From an optimization exercise on the open Yosys and OpenROAD flow, aimed at small area, a short achievable clock period and few clock cycles per item; shortcuts taken in it are not production practice. The RTL was checked by simulation tests, not by an equivalence proof against the original design. Power and IR drop assume default switching activity.

==> inputs of v27 <==
// lvl_select
module lvl_select (
    input             clk,
    input             rst,
    output            ready,
    input             rpt_valid,
    input      [21:0] rpt_vcode,
    input             rpt_ins,
    input      [9:0]  rpt_idx,
    input      [15:0] cfg_hold,
    input             start,
    input             start_dir,
    input      [10:0] start_nreq,
    input      [10:0] start_h,
    input      [15:0] start_frac,
    input             start_fmt1,
    output reg        done,
    output reg [31:0] t_out,
    output reg        trim_v,
    output reg [9:0]  trim_out,
    output reg [15:0] frac_out,
    output     [10:0] n_out,
    output     [5:0]  k_out,
    output reg        surplus,
    output reg        short_flag
);
export LEC_CHECK = 0
export CAP_MARGIN = 20
export CORE_MARGIN = 2
export CORE_UTILIZATION = 75
export CTS_CLUSTER_DIAMETER = 60
export CTS_CLUSTER_SIZE = 30
export SLEW_MARGIN = 20
create_clock -name core_clock -period 18.0 [get_ports {clk}]
standard.sh (not shown) runs the stock make flow with config.mk's settings and CLKGATE_MAP_FILE= SYNTH_SCRIPT=/design/flow/synth_recipe.tcl, a recipe that flattens the netlist after the stock synthesis.
==> flow/flow/run.sh <==
#!/bin/bash
set -euo pipefail
bash standard.sh "BUFFER_PORTS_ARGS=-buffer_cell sky130_fd_sc_hd__buf_4" \
    "SETUP_SLACK_MARGIN=13.1" finish > run_make.log 2>&1
==> v18 (differences from v27) <==
--- a/flow/design.v
+++ b/flow/design.v
@@ -51,14 +51,14 @@
                 l = l | (e & ~a[i] & b[i]);
                 e = e & ~(a[i] ^ b[i]);
             end
             lt10 = l;
         end
     endfunction
-    reg        rdy, rdy_o;
-    assign ready = rdy_o;
+    reg        rdy;
+    assign ready = rdy;
     wire acc_rep = rpt_valid & rdy;
     wire acc_st  = start & rdy;
     reg [4:0]  wcnt;                   
     reg        p0_rv;
     reg [3:0]  p0_w;
     reg [21:0] p0_v;
@@ -101,19 +101,23 @@
     reg [10:0] p_h;
     reg [15:0] p_frac;
     reg        p_fmt1;
     reg [15:0] p_hold;
     reg [4:0]  p_k;
     reg        e_dir;
+    reg [10:0] e_nreq;
+    reg [10:0] e_h;
+    reg [15:0] e_frac;
+    reg        e_fmt1;
     reg [15:0] e_hold;
     reg [4:0]  e_k;
     reg        hv;                     
     reg        hfirst;                 
+    reg [15:0] hsel;                   
     reg [3:0]  hrem;                   
     reg [3:0]  hp;                     
-    reg        hfromp;                 
     wire       k1_wait  = p0_rv && (wcnt == 5'd1);
     wire       eng_cont = hv && (hrem != 4'd0);
     wire       eng_take = !eng_cont && (pv || (acc_st && !k1_wait));
     wire       e_from_p = pv;
     wire       p_load   = acc_st && (pv || eng_cont || k1_wait);
     wire [4:0] k_new    = pv ? p_k : wcnt;
@@ -127,12 +131,16 @@
             p_fmt1 <= start_fmt1;
             p_hold <= cfg_hold;
             p_k    <= wcnt;
         end
         if (!eng_cont) begin
             e_dir  <= e_from_p ? p_dir  : start_dir;
+            e_nreq <= e_from_p ? p_nreq : start_nreq;
+            e_h    <= e_from_p ? p_h    : start_h;
+            e_frac <= e_from_p ? p_frac : start_frac;
+            e_fmt1 <= e_from_p ? p_fmt1 : start_fmt1;
             e_hold <= e_from_p ? p_hold : cfg_hold;
             e_k    <= e_from_p ? p_k    : wcnt;
         end
     end
     wire       pblk_n = pv && hv && (hrem > 4'd1);
     wire       hv_n0  = eng_cont | pv;
@@ -143,21 +151,19 @@
     wire r_none = !pblk_n && !(hv_n0 && (wcnt  < k_n0) && (wcnt  > hp_n1));
     wire r_rep  = !pblk_n && !(hv_n0 && (w_rep < k_n0) && (w_rep > hp_n1));
     wire r_st   = !((eng_cont && hrem > 4'd1) || (!eng_cont && pv));
     always @(posedge clk) begin
         if (rst) begin
             rdy    <= 1'b1;
-            rdy_o  <= 1'b1;
             wcnt   <= 5'd0;
             pv     <= 1'b0;
             hv     <= 1'b0;
             hfirst <= 1'b0;
             hrem   <= 4'd0;
         end else begin
-            rdy   <= acc_st ? r_st : (acc_rep ? r_rep : r_none);
-            rdy_o <= acc_st ? r_st : (acc_rep ? r_rep : r_none);
+            rdy  <= acc_st ? r_st : (acc_rep ? r_rep : r_none);
             wcnt <= acc_st ? 5'd0 : (acc_rep ? wcnt + 5'd1 : wcnt);
             pv   <= p_load || (pv && eng_cont);
             if (eng_cont) begin
                 hv     <= 1'b1;
                 hfirst <= 1'b0;
                 hrem   <= hrem - 4'd1;
@@ -170,25 +176,25 @@
                 hfirst <= 1'b0;
             end
         end
     end
     always @(posedge clk) begin
         if (eng_cont) begin
+            hsel <= {hsel[14:0], 1'b0};
             hp   <= hp + 4'd1;
         end else begin
+            hsel <= 16'd1;
             hp   <= 4'd0;
         end
-        if (!eng_cont)
-            hfromp <= pv;
     end
     reg [32:0] hraw;
     integer j;
     always @(*) begin
         hraw = 33'd0;
         for (j = 0; j < 16; j = j + 1)
-            hraw = hraw | ({33{hp == j}} & sd[33*j +: 33]);
+            hraw = hraw | ({33{hsel[j]}} & sd[33*j +: 33]);
     end
     reg        h2v, h2first, h2last;
     reg [3:0]  h2p;
     reg [4:0]  h2k;
     reg        h_dir;
     reg [15:0] h_hold;
@@ -224,30 +230,22 @@
     wire        h_mm =  h_dir && (hv_ins ? h_c : h_vm);
     wire [21:0] h_t  = h_mz ? h_hp1 : h_mm ? h_mmh :
                        hv_ins ? hv_v : h_x[21:0];
     wire        h_tneg = !h_mz && !h_mm && !hv_ins && h_dir && h_xs[23];
     wire        h_tbig = !h_mz && !h_mm && !hv_ins && !h_dir && h_xa[22];
     reg         d1_sur;
-    reg  [4:0]  d1_n0;                 
-    reg         d1_big;                
-    reg         d1_fz, d1_fqz;
-    reg  [15:0] d1_frac;
-    wire [10:0] nreq_c = (p_nreq > 11'd1024) ? 11'd1024 : p_nreq;
-    wire [10:0] d1_n0w = nreq_c - p_h;
+    reg  [10:0] d1_n0;
+    wire [10:0] nreq_c = (e_nreq > 11'd1024) ? 11'd1024 : e_nreq;
     always @(posedge clk)
-        if ((!eng_cont && pv) || (hv && hfirst && !hfromp)) begin
-            d1_sur  <= (nreq_c < p_h);
-            d1_n0   <= d1_n0w[4:0];
-            d1_big  <= |d1_n0w[10:5];
-            d1_fz   <= (p_frac != 16'd0);
-            d1_fqz  <= (p_frac != 16'd0) && !p_fmt1;
-            d1_frac <= p_fmt1 ? 16'd0 : p_frac;
+        if (hv && hfirst) begin
+            d1_sur <= (nreq_c < e_h);
+            d1_n0  <= nreq_c - e_h;
         end
     reg         d2_short;
     reg  [4:0]  d2_n;
-    wire        d1_short = (d1_big | (d1_n0 > e_k)) & ~d1_sur;
+    wire        d1_short = (d1_n0 > {6'd0, e_k}) & ~d1_sur;
     always @(posedge clk)
         if (h2v && h2first) begin
             d2_short <= d1_short;
             d2_n     <= d1_sur ? 5'd0 : (d1_short ? e_k : d1_n0[4:0]);
         end
     reg        cv, cfirst, clast;
@@ -275,31 +273,30 @@
     generate
         for (g = 0; g < 16; g = g + 1) begin : msk
             assign cm[g] = cv && (g > cp) && (g < ck);
         end
     endgenerate
     wire creal = ({1'b0, cp} < ck);
-    reg        d_sho, d_tv;
-    reg [4:0]  d_rt, d_rtr;
-    wire       d2_fnz   = d1_fz;
+    reg        d_sur, d_sho, d_tv;
+    reg [4:0]  d_n, d_rt, d_rtr;
+    wire       d2_fnz   = (e_frac != 16'd0);
     wire       d2_twant = e_dir ? (d2_n != 5'd0) : (d2_n < e_k);
     wire       d2_trw   = (d2_n < e_k);
-    wire       d2_tv    = d2_trw & d1_fqz;
+    wire       d2_tv    = d2_trw & d2_fnz & ~e_fmt1;
     wire [4:0] d2_kn    = e_k - d2_n;
     always @(posedge clk)
         if (cv && cfirst) begin
+            d_sur <= d1_sur;
+            d_n   <= d2_n;
             d_tv  <= d2_tv;
             d_sho <= d2_short | (d2_fnz & ~d2_tv);
             d_rt  <= ~d2_twant ? 5'h1F : (e_dir ? d2_kn : d2_n);
             d_rtr <= ~d2_tv ? 5'h1F : (e_dir ? d2_kn - 5'd1 : d2_n);
         end
-    wire [3:0]  accv [0:15];            
+    reg  [63:0] acc;                    
     wire [15:0] lt;
-    wire [15:0] inc;
-    reg  [15:0] rinc;                   
-    reg         rv, rfirst;
     generate
         for (g = 0; g < 16; g = g + 1) begin : cmpu
             wire [21:0] sv   = sd[33*g + 11 +: 22];
             wire        sins = sd[33*g + 10];
             wire [9:0]  sidx = sd[33*g +: 10];
             wire [21:0] thr  = sins ? ct : ca;
@@ -308,48 +305,33 @@
             wire        heq  = hc[0];
             wire        llt  = lt10(sidx, ci);
             wire        ltn  = hlt | (heq & llt);
             wire        lti  = ctneg ? 1'b0 : ctbig ? 1'b1 :
                                cmz ? (hlt & llt) : cmm ? (hlt | llt) : ltn;
             wire        ltk  = sins ? lti : ltn;
-            assign lt[g]  = cm[g] & ltk;
-            assign inc[g] = cm[g] & ~ltk;
-            if (g == 0) begin : a0
-                assign accv[g] = 4'd0;
-            end else begin : an
-                localparam integer AW = (g < 2) ? 1 : (g < 4) ? 2 : (g < 8) ? 3 : 4;
-                reg [AW-1:0] a;
-                always @(posedge clk)
-                    if (rv && rfirst)
-                        a <= rinc[g];
-                    else if (rinc[g])
-                        a <= a + 1'b1;
-                assign accv[g] = a;
-            end
+            assign lt[g] = cm[g] & ltk;
+            always @(posedge clk)
+                if (cv && cfirst)
+                    acc[4*g +: 4] <= {3'd0, cm[g] & ~ltk};
+                else if (cm[g] && !ltk)
+                    acc[4*g +: 4] <= acc[4*g +: 4] + 4'd1;
         end
     endgenerate
     reg [3:0] c_acc;
-    reg       c_inc;
     always @(*) begin
         c_acc = 4'd0;
-        c_inc = 1'b0;
-        for (j = 0; j < 16; j = j + 1) begin
-            c_acc = c_acc | ({4{cp == j && !cfirst && !(rv && rfirst)}} & accv[j]);
-            c_inc = c_inc | (cp == j && !cfirst && rinc[j]);
-        end
+        for (j = 0; j < 16; j = j + 1)
+            c_acc = c_acc | ({4{cp == j && !cfirst}} & acc[4*j +: 4]);
     end
-    reg        rlast, rreal;
+    reg        rv, rfirst, rlast, rreal;
     reg [15:0] rlt;
     reg [3:0]  racc;
-    reg        rpinc;
     reg [31:0] rkey;
     always @(posedge clk) begin
         rlt    <= lt;
         racc   <= c_acc;
-        rpinc  <= c_inc;
-        rinc   <= inc;
         rkey   <= {ca, ci};
         rfirst <= cfirst;
         rlast  <= clast;
         rreal  <= creal;
         rv     <= cv & !rst;
     end
@@ -376,14 +358,14 @@
     wire       x1  = b1b[0] ^ k0;
     wire       y1  = b1b[0] & k0;
     wire [1:0] x2  = fa(b1b[1], b2b[0], y1);
     wire       x3  = b2a[1] ^ b2b[1] ^ x2[1];
     wire       x4  = (b2a[1] & b2b[1]) | (x2[1] & (b2a[1] | b2b[1]));
     wire [4:0] pc  = {x4, x3, x2[0], x1, w0};
-    wire [4:0] dif_t = d_rt  - {1'b0, racc} - {4'd0, rpinc};
-    wire [4:0] dif_r = d_rtr - {1'b0, racc} - {4'd0, rpinc};
+    wire [4:0] dif_t = d_rt  - {1'b0, racc};
+    wire [4:0] dif_r = d_rtr - {1'b0, racc};
     wire       hit_t = rreal && (pc == dif_t);
     wire       hit_r = rreal && (pc == dif_r);
     reg        r2v, r2first, r2last, r2ht, r2hr;
     reg [31:0] r2key;
     always @(posedge clk) begin
         r2v     <= rv & !rst;
@@ -402,16 +384,16 @@
         if (r2v) begin
             if (r2first || r2ht)
                 t_out <= r2ht ? r2key : 32'hFFFF_FFFF;
             if (r2first || r2hr)
                 trim_out <= r2hr ? r2key[9:0] : 10'd0;
             if (r2first) begin
-                n_o        <= d2_n;
+                n_o        <= d_n;
                 k_o        <= e_k;
-                surplus    <= d1_sur;
+                surplus    <= d_sur;
                 short_flag <= d_sho;
                 trim_v     <= d_tv;
-                frac_out   <= d_tv ? d1_frac : 16'd0;
+                frac_out   <= d_tv ? e_frac : 16'd0;
             end
         end
     end
 endmodule
==> flow/run.sh (new file) <==
#!/bin/bash
# synth_recipe.tcl (not shown) runs the flow's synth.tcl, then flattens the netlist and writes it again
# the make line also repeats each setting of config.mk as NAME=value (left out here)
make -C /OpenROAD-flow-scripts/flow DESIGN_CONFIG=/design/flow/config.mk WORK_HOME=/design/flow/orfs CLKGATE_MAP_FILE= SYNTH_SCRIPT=/design/flow/synth_recipe.tcl finish
Settings changed: CORE_UTILIZATION 75 to 30, CTS_CLUSTER_DIAMETER 60 to unset, CTS_CLUSTER_SIZE 30 to unset.
removed: flow/flow/run.sh
removed: flow/standard.sh
==> v20 (differences from v27) <==
--- a/flow/design.v
+++ b/flow/design.v
@@ -105,12 +105,13 @@
     reg [4:0]  p_k;
     reg        e_dir;
     reg [15:0] e_hold;
     reg [4:0]  e_k;
     reg        hv;                     
     reg        hfirst;                 
+    reg [15:0] hsel;                   
     reg [3:0]  hrem;                   
     reg [3:0]  hp;                     
     reg        hfromp;                 
     wire       k1_wait  = p0_rv && (wcnt == 5'd1);
     wire       eng_cont = hv && (hrem != 4'd0);
     wire       eng_take = !eng_cont && (pv || (acc_st && !k1_wait));
@@ -170,25 +171,27 @@
                 hfirst <= 1'b0;
             end
         end
     end
     always @(posedge clk) begin
         if (eng_cont) begin
+            hsel <= {hsel[14:0], 1'b0};
             hp   <= hp + 4'd1;
         end else begin
+            hsel <= 16'd1;
             hp   <= 4'd0;
         end
         if (!eng_cont)
             hfromp <= pv;
     end
     reg [32:0] hraw;
     integer j;
     always @(*) begin
         hraw = 33'd0;
         for (j = 0; j < 16; j = j + 1)
-            hraw = hraw | ({33{hp == j}} & sd[33*j +: 33]);
+            hraw = hraw | ({33{hsel[j]}} & sd[33*j +: 33]);
     end
     reg        h2v, h2first, h2last;
     reg [3:0]  h2p;
     reg [4:0]  h2k;
     reg        h_dir;
     reg [15:0] h_hold;
@@ -224,30 +227,27 @@
     wire        h_mm =  h_dir && (hv_ins ? h_c : h_vm);
     wire [21:0] h_t  = h_mz ? h_hp1 : h_mm ? h_mmh :
                        hv_ins ? hv_v : h_x[21:0];
     wire        h_tneg = !h_mz && !h_mm && !hv_ins && h_dir && h_xs[23];
     wire        h_tbig = !h_mz && !h_mm && !hv_ins && !h_dir && h_xa[22];
     reg         d1_sur;
-    reg  [4:0]  d1_n0;                 
-    reg         d1_big;                
+    reg  [10:0] d1_n0;
     reg         d1_fz, d1_fqz;
     reg  [15:0] d1_frac;
     wire [10:0] nreq_c = (p_nreq > 11'd1024) ? 11'd1024 : p_nreq;
-    wire [10:0] d1_n0w = nreq_c - p_h;
     always @(posedge clk)
         if ((!eng_cont && pv) || (hv && hfirst && !hfromp)) begin
             d1_sur  <= (nreq_c < p_h);
-            d1_n0   <= d1_n0w[4:0];
-            d1_big  <= |d1_n0w[10:5];
+            d1_n0   <= nreq_c - p_h;
             d1_fz   <= (p_frac != 16'd0);
             d1_fqz  <= (p_frac != 16'd0) && !p_fmt1;
             d1_frac <= p_fmt1 ? 16'd0 : p_frac;
         end
     reg         d2_short;
     reg  [4:0]  d2_n;
-    wire        d1_short = (d1_big | (d1_n0 > e_k)) & ~d1_sur;
+    wire        d1_short = (d1_n0 > {6'd0, e_k}) & ~d1_sur;
     always @(posedge clk)
         if (h2v && h2first) begin
             d2_short <= d1_short;
             d2_n     <= d1_sur ? 5'd0 : (d1_short ? e_k : d1_n0[4:0]);
         end
     reg        cv, cfirst, clast;
@@ -275,31 +275,30 @@
     generate
         for (g = 0; g < 16; g = g + 1) begin : msk
             assign cm[g] = cv && (g > cp) && (g < ck);
         end
     endgenerate
     wire creal = ({1'b0, cp} < ck);
-    reg        d_sho, d_tv;
-    reg [4:0]  d_rt, d_rtr;
+    reg        d_sur, d_sho, d_tv;
+    reg [4:0]  d_n, d_rt, d_rtr;
     wire       d2_fnz   = d1_fz;
     wire       d2_twant = e_dir ? (d2_n != 5'd0) : (d2_n < e_k);
     wire       d2_trw   = (d2_n < e_k);
     wire       d2_tv    = d2_trw & d1_fqz;
     wire [4:0] d2_kn    = e_k - d2_n;
     always @(posedge clk)
         if (cv && cfirst) begin
+            d_sur <= d1_sur;
+            d_n   <= d2_n;
             d_tv  <= d2_tv;
             d_sho <= d2_short | (d2_fnz & ~d2_tv);
             d_rt  <= ~d2_twant ? 5'h1F : (e_dir ? d2_kn : d2_n);
             d_rtr <= ~d2_tv ? 5'h1F : (e_dir ? d2_kn - 5'd1 : d2_n);
         end
-    wire [3:0]  accv [0:15];            
+    reg  [63:0] acc;                    
     wire [15:0] lt;
-    wire [15:0] inc;
-    reg  [15:0] rinc;                   
-    reg         rv, rfirst;
     generate
         for (g = 0; g < 16; g = g + 1) begin : cmpu
             wire [21:0] sv   = sd[33*g + 11 +: 22];
             wire        sins = sd[33*g + 10];
             wire [9:0]  sidx = sd[33*g +: 10];
             wire [21:0] thr  = sins ? ct : ca;
@@ -308,48 +307,33 @@
             wire        heq  = hc[0];
             wire        llt  = lt10(sidx, ci);
             wire        ltn  = hlt | (heq & llt);
             wire        lti  = ctneg ? 1'b0 : ctbig ? 1'b1 :
                                cmz ? (hlt & llt) : cmm ? (hlt | llt) : ltn;
             wire        ltk  = sins ? lti : ltn;
-            assign lt[g]  = cm[g] & ltk;
-            assign inc[g] = cm[g] & ~ltk;
-            if (g == 0) begin : a0
-                assign accv[g] = 4'd0;
-            end else begin : an
-                localparam integer AW = (g < 2) ? 1 : (g < 4) ? 2 : (g < 8) ? 3 : 4;
-                reg [AW-1:0] a;
-                always @(posedge clk)
-                    if (rv && rfirst)
-                        a <= rinc[g];
-                    else if (rinc[g])
-                        a <= a + 1'b1;
-                assign accv[g] = a;
-            end
+            assign lt[g] = cm[g] & ltk;
+            always @(posedge clk)
+                if (cv && cfirst)
+                    acc[4*g +: 4] <= {3'd0, cm[g] & ~ltk};
+                else if (cm[g] && !ltk)
+                    acc[4*g +: 4] <= acc[4*g +: 4] + 4'd1;
         end
     endgenerate
     reg [3:0] c_acc;
-    reg       c_inc;
     always @(*) begin
         c_acc = 4'd0;
-        c_inc = 1'b0;
-        for (j = 0; j < 16; j = j + 1) begin
-            c_acc = c_acc | ({4{cp == j && !cfirst && !(rv && rfirst)}} & accv[j]);
-            c_inc = c_inc | (cp == j && !cfirst && rinc[j]);
-        end
+        for (j = 0; j < 16; j = j + 1)
+            c_acc = c_acc | ({4{cp == j && !cfirst}} & acc[4*j +: 4]);
     end
-    reg        rlast, rreal;
+    reg        rv, rfirst, rlast, rreal;
     reg [15:0] rlt;
     reg [3:0]  racc;
-    reg        rpinc;
     reg [31:0] rkey;
     always @(posedge clk) begin
         rlt    <= lt;
         racc   <= c_acc;
-        rpinc  <= c_inc;
-        rinc   <= inc;
         rkey   <= {ca, ci};
         rfirst <= cfirst;
         rlast  <= clast;
         rreal  <= creal;
         rv     <= cv & !rst;
     end
@@ -376,14 +360,14 @@
     wire       x1  = b1b[0] ^ k0;
     wire       y1  = b1b[0] & k0;
     wire [1:0] x2  = fa(b1b[1], b2b[0], y1);
     wire       x3  = b2a[1] ^ b2b[1] ^ x2[1];
     wire       x4  = (b2a[1] & b2b[1]) | (x2[1] & (b2a[1] | b2b[1]));
     wire [4:0] pc  = {x4, x3, x2[0], x1, w0};
-    wire [4:0] dif_t = d_rt  - {1'b0, racc} - {4'd0, rpinc};
-    wire [4:0] dif_r = d_rtr - {1'b0, racc} - {4'd0, rpinc};
+    wire [4:0] dif_t = d_rt  - {1'b0, racc};
+    wire [4:0] dif_r = d_rtr - {1'b0, racc};
     wire       hit_t = rreal && (pc == dif_t);
     wire       hit_r = rreal && (pc == dif_r);
     reg        r2v, r2first, r2last, r2ht, r2hr;
     reg [31:0] r2key;
     always @(posedge clk) begin
         r2v     <= rv & !rst;
@@ -402,15 +386,15 @@
         if (r2v) begin
             if (r2first || r2ht)
                 t_out <= r2ht ? r2key : 32'hFFFF_FFFF;
             if (r2first || r2hr)
                 trim_out <= r2hr ? r2key[9:0] : 10'd0;
             if (r2first) begin
-                n_o        <= d2_n;
+                n_o        <= d_n;
                 k_o        <= e_k;
-                surplus    <= d1_sur;
+                surplus    <= d_sur;
                 short_flag <= d_sho;
                 trim_v     <= d_tv;
                 frac_out   <= d_tv ? d1_frac : 16'd0;
             end
         end
     end
==> flow/flow/run.sh (replaced) <==
#!/bin/bash
set -euo pipefail
bash standard.sh "BUFFER_PORTS_ARGS=-buffer_cell sky130_fd_sc_hd__buf_4" finish > run_make.log 2>&1
Settings changed: CTS_CLUSTER_DIAMETER 60 to unset, CTS_CLUSTER_SIZE 30 to unset.
==> results.txt <==
quantity                                                                  v20         v27         v18
Run status                                           timing/DRC/antenna clean  timing/DRC/antenna clean  timing/DRC/antenna clean
Critical Path Source                                                   sd[43]     sd[274]         rdy
Slew at the pin closest to its max-slew limit                         1.30 ns     1.22 ns     1.18 ns
Minimum clock period                                                  5.16 ns     4.94 ns     5.50 ns
Fraction of final layout cells with drive strength greater than 1       11.2%       10.7%       9.86%
Achievable Freq                                                       194 MHz     202 MHz     182 MHz
Number of storage elements in the synthesis netlist                      1133        1110        1153
CP arrival                                                            5.61 ns     5.50 ns     1.90 ns
Max Clock Skew                                                      0.0346 ns   0.0316 ns   0.0588 ns
Share of the final layout cell area in multi-input gates                40.8%       41.5%       38.5%
Path type of the worst setup path                                     reg2reg     reg2reg     reg2out
Cell leakage power                                                    24.1 nW     23.1 nW     24.6 nW
Number of H-tree branching levels                                           3           3           4
Type of element capturing the critical path                              flop        flop  output pin
Yosys cell types                                                          103          99          99
Seq. pwr                                                            0.00331 W   0.00327 W   0.00332 W
Post-synthesis instance area                                       0.0588 mm²  0.0575 mm²  0.0591 mm²
Total number of vias                                                    49.0k       46.5k       45.6k
Die area                                                           0.0806 mm²  0.0789 mm²   0.201 mm²
Die extent in y                                                        284 µm      281 µm      448 µm
Met2 Resource Use GR                                                    71.5%       69.0%       31.1%
Testbench counts of v27, summed over its fixed seeds: cycles 17,464, decisions 1,200.
Testbench counts of v18, summed over its fixed seeds: cycles 17,464, decisions 1,200.
Testbench counts of v20, summed over its fixed seeds: cycles 17,464, decisions 1,200.

[what the ideal ports hide]
In the flow no input, the clock included, has a driving cell. The finished layouts below were timed again as built, in two steps. Step 1 (the two cells are an assumption about what drives the block):
set clk [get_ports {clk}]
set_driving_cell -lib_cell sky130_fd_sc_hd__clkbuf_16 $clk
set_driving_cell -lib_cell sky130_fd_sc_hd__buf_2 [delete_from_list [all_inputs] $clk]
Step 2 moves the port delays by t, midway between the first and last clock arrival at a register: inputs arrive t later, outputs are due t later. That takes back most of the time a late clock gives input paths. a / b / c = ideal / step 1 / step 2; a / b = the first two.
run | shift t [ns] | slack for setup (ns) | latest minus earliest clock arrival (ns) | cell pins on the clock port's net
v27 | 0.736 | 13.061 / 13.061 / 12.988 | 0.035 / 0.035 | 1
v18 | 0.905 | 12.505 / 12.412 / 12.432 | 0.061 / 0.062 | 1
v20 | 0.777 | 12.845 / 12.845 / 12.503 | 0.040 / 0.040 | 1
After both steps setup and hold are still met in every run listed. For v20, which loses most, drivers alone change the setup slack by 0.000 ns; drivers and shift together by -0.342 ns.
